Source: an optimization exercise on an open RTL-to-GDS flow (aim: small area, a short achievable clock period and few clock cycles). Production flows keep margins and buffers that such runs may drop. Power figures rest on the tool's default switching activity, not on a simulated workload.

==> flow/design.v <==
module turf_dec (
    input  wire       clk,
    input  wire       rst,         
    input  wire       start,       
    input  wire [6:0] width_m1,    
    input  wire       in_valid,
    input  wire [7:0] in_data,
    output wire       in_ready,
    output reg        out_valid,
    output reg  [7:0] out_data,
    output reg        out_last,    
    input  wire       out_ready,
    output wire       err
);
    localparam QN = 2;             
    localparam QW = 1;             
    localparam [1:0] G_LIT = 2'd0,   
                     G_ABV = 2'd2,   
                     G_DLT = 2'd3;   
    localparam [2:0] P_IDLE = 3'd0,
                     P_HDR  = 3'd1,    
                     P_RAW  = 3'd2,    
                     P_TOK  = 3'd3,    
                     P_EXT  = 3'd4,    
                     P_LIT  = 3'd5,    
                     P_REPV = 3'd6,    
                     P_DLT  = 3'd7;    
    reg  [6:0] wm;                 
    reg        bv, skv;
    reg  [7:0] bd, sk;
    reg        p_pop;
    reg        irdy;               
    assign in_ready = irdy;
    wire   take     = in_valid && irdy;
    wire   skv_n    = !(rst || start) && !(!bv || p_pop) && (skv || take);
    always @(posedge clk) begin
        skv  <= skv_n;
        irdy <= !skv_n;
        if (rst || start) begin
            bv <= 1'b0;
        end else begin
            if (!bv || p_pop) begin
                bv <= skv || take;
                bd <= skv ? sk : in_data;
            end else if (take)
                sk <= in_data;
        end
    end
    reg  [2:0] ps;
    reg        perr;
    reg  [1:0] hcnt;
    reg  [8:0] brem;               
    reg        big;                
    reg  [7:0] xr;                 
    reg  [6:0] tokl;               
    reg  [1:0] ttyp;
    reg  [6:0] tq;                 
    reg        dodd;               
    reg        rdone;              
    reg        q_full;
    reg        push;
    reg  [1:0] push_t;
    reg  [6:0] push_c;
    reg  [2:0] ps_n;
    reg        perr_n;
    assign err = perr;
    wire body_end = !big && brem == 9'd0;
    wire body_one = !big && brem == 9'd1;    
    wire ext      = bd[5:1] == 5'b11111;      
    wire is_tok   = (ps == P_TOK);
    wire [6:0] mq    = is_tok ? {1'b0, bd[5:0]} : bd[6:0] + 7'd62;
    wire [7:0] lq    = (ps == P_RAW) ? 8'd0 : !is_tok ? bd :
                       ext ? 8'd61 : {2'd0, bd[5:0]};
    wire [8:0] xr_s  = {1'b0, xr} + {1'b0, ~lq};
    wire       m_ok  = xr_s[8];
    wire [7:0] xr_n  = xr_s[7:0];
    wire [7:0] xr_m1 = xr - 8'd1;
    wire       m_end = lq == xr_m1;               
    wire p_nopush = (ps == P_HDR && hcnt != 2'd3) ||
                    (is_tok && (bd[7:6] != 2'd2 || ext)) ||
                    (ps == P_EXT && ttyp != 2'd2);
    wire p_run    = !perr && ps != P_IDLE;
    always @(*) begin
        p_pop  = bv && p_run && (!q_full || p_nopush);
        push   = 1'b0;
        push_t = G_LIT;
        push_c = 7'd0;
        ps_n   = ps;
        perr_n = 1'b0;
        case (ps)
            P_HDR: if (p_pop && hcnt == 2'd3) begin
                if (bd[7:2] != 6'd0 || bd[1:0] == 2'b11)
                    perr_n = 1'b1;
                if (bd[1:0] == 2'b01) begin
                    ps_n = P_RAW;
                    if (big || brem != {2'b0, wm} + 9'd1)
                        perr_n = 1'b1;
                end else if (bd[1:0] == 2'b10) begin
                    push   = 1'b1;
                    push_t = G_ABV;
                    push_c = wm;
                    if (!body_end)
                        perr_n = 1'b1;
                end else
                    ps_n = P_TOK;
            end
            P_RAW: if (p_pop) begin
                push = 1'b1;
                if (xr == 8'd1) ps_n = P_HDR;
            end
            P_TOK, P_EXT: begin
                if (body_end)
                    perr_n = 1'b1;
                if (p_pop) begin
                    if (is_tok && (tokl == 7'd0 || bd[5:0] == 6'd63))
                        perr_n = 1'b1;
                    if (is_tok && ext) begin
                        ps_n = P_EXT;
                        if (!m_ok)
                            perr_n = 1'b1;
                    end else begin
                        if (!m_ok)
                            perr_n = 1'b1;
                        case (is_tok ? bd[7:6] : ttyp)
                            2'd0: ps_n = P_LIT;
                            2'd1: ps_n = P_REPV;
                            2'd3: ps_n = P_DLT;
                            default: begin
                                push   = 1'b1;
                                push_t = G_ABV;
                                push_c = mq;
                                if (m_end) begin
                                    ps_n = P_HDR;
                                    if (!body_one) perr_n = 1'b1;
                                end else
                                    ps_n = P_TOK;
                            end
                        endcase
                    end
                end
            end
            P_LIT, P_REPV, P_DLT: begin
                if (body_end)
                    perr_n = 1'b1;
                if (p_pop) begin
                    push = 1'b1;
                    if (ps == P_REPV)
                        push_c = tq;
                    else if (ps == P_DLT) begin
                        push_t = G_DLT;
                        push_c = (tq == 7'd0 && dodd) ? 7'd0 : 7'd1;
                        if (tq == 7'd0 && dodd && bd[7:4] != 4'd0)
                            perr_n = 1'b1;
                    end
                    if (ps == P_REPV || tq == 7'd0) begin
                        if (rdone) begin
                            ps_n = P_HDR;
                            if (!body_one) perr_n = 1'b1;
                        end else
                            ps_n = P_TOK;
                    end
                end
            end
            default: ;
        endcase
    end
    always @(posedge clk) begin
        if (rst) begin
            ps   <= P_IDLE;
            perr <= 1'b0;
        end else if (start) begin
            ps   <= P_HDR;
            perr <= 1'b0;
            hcnt <= 2'd0;
            wm   <= width_m1;
        end else begin
            perr <= perr || perr_n;
            ps <= ps_n;
            if (p_pop) begin
                if (ps != P_HDR)
                    brem <= brem - 9'd1;
                case (ps)
                    P_HDR: begin
                        hcnt <= hcnt + 2'd1;
                        case (hcnt)
                            2'd0: begin brem[7:0] <= bd; big <= 1'b0; end
                            2'd1: begin brem[8] <= bd[0]; big <= bd[7:1] != 7'd0; end
                            2'd2: if (bd != 8'd0) big <= 1'b1;
                            default: begin
                                xr   <= {1'b0, wm} + 8'd1;
                                tokl <= {1'b0, wm[6:1]} + 7'd17;
                            end
                        endcase
                    end
                    P_RAW: xr <= xr_n;
                    P_TOK: begin
                        tokl <= tokl - 7'd1;
                        ttyp <= bd[7:6];
                        xr   <= xr_n;
                    end
                    P_EXT: xr <= xr_n;
                    P_LIT, P_DLT: tq <= tq - 7'd1;
                    default: ;
                endcase
                if ((is_tok && !ext) || ps == P_EXT) begin
                    tq    <= ((is_tok ? bd[7:6] : ttyp) == 2'd3) ? {1'b0, mq[6:1]} : mq;
                    dodd  <= !mq[0];
                    rdone <= m_end;
                end
            end
        end
    end
    reg  [1:0] qt [0:QN-1];
    reg  [6:0] qc [0:QN-1];
    reg  [7:0] qv [0:QN-1];
    reg  [QW-1:0] qwp, qrp;
    reg  [QW:0]   qn;
    reg        cv;                 
    reg  [1:0] ct;
    reg  [6:0] cc;
    reg  [7:0] cval;
    reg        okv;                
    reg  [7:0] okd;
    reg        okl;
    wire       emit    = cv && !okv;
    wire       cfree   = !cv || (emit && cc == 7'd0);
    wire       q_empty = (qn == 0);
    wire       q_pop   = cfree && !q_empty;
    wire       q_push  = push && !(cfree && q_empty);
    always @(posedge clk) begin
        if (rst || start) begin
            cv     <= 1'b0;
            qn     <= 0;
            qwp    <= 0;
            qrp    <= 0;
            q_full <= 1'b0;
        end else begin
            if (q_push) begin
                qt[qwp] <= push_t;
                qc[qwp] <= push_c;
                qv[qwp] <= bd;
                qwp     <= (qwp == QN - 1) ? 0 : qwp + 1;
            end
            if (q_pop)
                qrp <= (qrp == QN - 1) ? 0 : qrp + 1;
            if (q_push && !q_pop) begin
                qn     <= qn + 1;
                q_full <= (qn == QN - 1);
            end else if (q_pop && !q_push) begin
                qn     <= qn - 1;
                q_full <= 1'b0;
            end
            if (cfree) begin
                cv <= !q_empty || push;
                if (!q_empty) begin
                    ct   <= qt[qrp];
                    cc   <= qc[qrp];
                    cval <= qv[qrp];
                end else begin
                    ct   <= push_t;
                    cc   <= push_c;
                    cval <= bd;
                end
            end else if (emit) begin
                cc <= cc - 7'd1;
                if (ct == G_DLT)
                    cval <= {4'd0, cval[7:4]};
            end
        end
    end
    reg        frow;               
    reg        rs;                 
    reg  [6:0] exr;                
    reg  [7:0] dl1;                
    wire [7:0] prev    = rs ? 8'd0 : dl1;
    wire [7:0] tap [0:7];
    wire [7:0] above   = frow ? 8'd0 : tap[7];
    wire [7:0] dpix    = prev + {{4{cval[3]}}, cval[3:0]};
    wire [7:0] pix     = (ct == G_ABV) ? above :
                         (ct == G_DLT) ? dpix : cval;
    wire       last    = (exr == 7'd0);
    wire [6:0] dsel = wm;
    assign tap[0] = dl1;
    genvar gi;
    generate
        for (gi = 0; gi < 7; gi = gi + 1) begin : g_seg
            localparam integer L = 1 << (6 - gi);             
            reg [8*L-1:0] sr;
            if (L == 1) begin : g_one
                always @(posedge clk)
                    if (emit) sr <= tap[gi];
            end else begin : g_many
                always @(posedge clk)
                    if (emit) sr <= {sr[8*L-9:0], tap[gi]};
            end
            assign tap[gi + 1] = dsel[6 - gi] ? sr[8*L-1 -: 8] : tap[gi];
        end
    endgenerate
    always @(posedge clk) begin
        if (emit) begin
            dl1 <= pix;
        end
    end
    always @(posedge clk) begin
        if (rst || start) begin
            frow <= 1'b1;
            rs   <= 1'b1;
            exr  <= width_m1;
        end else if (emit) begin
            rs <= last;
            if (last) begin
                exr  <= wm;
                frow <= 1'b0;
            end else
                exr <= exr - 7'd1;
        end
    end
    reg  [7:0] ohd;
    reg        ohl;
    wire       ostall = out_valid && !out_ready;
    wire [7:0] onew   = okv ? okd : pix;
    wire       olnew  = okv ? okl : last;
    always @(posedge clk) begin
        out_valid <= !(rst || start) && (ostall || okv || emit);
        out_data  <= ostall ? ohd : onew;
        out_last  <= ostall ? ohl : olnew;
        ohd       <= ostall ? out_data : onew;
        ohl       <= ostall ? out_last : olnew;
        if (rst || start || !ostall)
            okv <= 1'b0;
        else if (emit) begin
            okv <= 1'b1;
            okd <= pix;
            okl <= last;
        end
    end
endmodule
export LEC_CHECK = 0
export ABC_AREA = 1
export CAP_MARGIN = 20
export CORE_MARGIN = 2
export CORE_UTILIZATION = 55
export CTS_BUF_LIST = sky130_fd_sc_hd__clkbuf_16
export CTS_CLUSTER_DIAMETER = 100
export CTS_CLUSTER_SIZE = 30
export PLACE_DENSITY = 0.7
export SLEW_MARGIN = 20
create_clock -name core_clock -period 8.0 [get_ports {clk}]
standard.sh (not shown) runs the stock make flow with config.mk's settings and CLKGATE_MAP_FILE= SYNTH_SCRIPT=/design/flow/synth_recipe.tcl, a recipe that flattens the netlist after the stock synthesis.
==> flow/flow/run.sh <==
#!/bin/bash
# Standard layout, with timing repair aimed at a larger setup slack than
# config.mk's settings allow and the pixel output ports kept on one edge.
# Each tool's full output goes to its own log.
set -euo pipefail
K=("SETUP_SLACK_MARGIN=5.3" "IO_CONSTRAINTS=$PWD/flow/io.tcl")
bash standard.sh "${K[@]}" synth > make_synth.log 2>&1
bash standard.sh "${K[@]}" finish > make_finish.log 2>&1
==> flow/flow/io.tcl <==
# Keep the pixel output port and its handshake together on the bottom edge.
set_io_pin_constraint -pin_names {out_valid out_ready out_last out_data[0] out_data[1] out_data[2] out_data[3] out_data[4] out_data[5] out_data[6] out_data[7]} -region bottom:*
Then changed:
--- a/flow/design.v
+++ b/flow/design.v
@@ -61,12 +61,13 @@
     reg        push;
     reg  [1:0] push_t;
     reg  [6:0] push_c;
     reg  [2:0] ps_n;
     reg        perr_n;
     assign err = perr;
+    wire [8:0] brem_m1 = brem - 9'd1;
     wire body_end = !big && brem == 9'd0;
     wire body_one = !big && brem == 9'd1;    
     wire ext      = bd[5:1] == 5'b11111;      
     wire is_tok   = (ps == P_TOK);
     wire [6:0] mq    = is_tok ? {1'b0, bd[5:0]} : bd[6:0] + 7'd62;
     wire [7:0] lq    = (ps == P_RAW) ? 8'd0 : !is_tok ? bd :
@@ -90,13 +91,13 @@
         case (ps)
             P_HDR: if (p_pop && hcnt == 2'd3) begin
                 if (bd[7:2] != 6'd0 || bd[1:0] == 2'b11)
                     perr_n = 1'b1;
                 if (bd[1:0] == 2'b01) begin
                     ps_n = P_RAW;
-                    if (big || brem != {2'b0, wm} + 9'd1)
+                    if (big || brem_m1 != {2'b0, wm})
                         perr_n = 1'b1;
                 end else if (bd[1:0] == 2'b10) begin
                     push   = 1'b1;
                     push_t = G_ABV;
                     push_c = wm;
                     if (!body_end)
@@ -175,13 +176,13 @@
             wm   <= width_m1;
         end else begin
             perr <= perr || perr_n;
             ps <= ps_n;
             if (p_pop) begin
                 if (ps != P_HDR)
-                    brem <= brem - 9'd1;
+                    brem <= brem_m1;
                 case (ps)
                     P_HDR: begin
                         hcnt <= hcnt + 2'd1;
                         case (hcnt)
                             2'd0: begin brem[7:0] <= bd; big <= 1'b0; end
                             2'd1: begin brem[8] <= bd[0]; big <= bd[7:1] != 7'd0; end
Outcome:
- The changed run ran to the end with no violations
- sequential power hardly moves
- wire length rose by 3.5%
- sequential share of layout area stays flat
- register-to-register slack gets better by 0.06 ns
- clock skew fell by 0.0093 ns
- die area is about the same
- synthesized area is about the same
- count of clock-buffer cells in the layout stays the same
- synthesized cell count rose by 0.47%
- via count rose by 1.4%
Function was not checked in any run of this note: the RTL went through the layout flow alone.

[separate check: timing with driven ports]
The results above use ideal ports. As a check the final layouts listed here were re-extracted and re-timed, cells and wires unchanged. Step 1: set_driving_cell puts a clkbuf_16 on clk and a buf_2 on each other input, an assumption about the parent block. Step 2 moves the port delays by t, midway between the first and last clock arrival at a register: inputs arrive t later, outputs are due t later. That takes back most of the time a late clock gives input paths. a / b / c = ideal / step 1 / step 2; a / b = the first two.
run	t (ns)	setup slack, ns	latest minus earliest clock arrival (ns)	slew at the worst register clock pin (ns)
the first run	0.684	5.298 / 5.236 / 4.762	0.052 / 0.052	0.12 / 0.12
the second run	0.698	5.274 / 5.214 / 4.792	0.043 / 0.042	0.12 / 0.12
After both steps setup and hold are still met in every run listed. The setup slack of the first run, which loses most, moves by -0.062 ns with the drivers and by -0.536 ns with both steps.
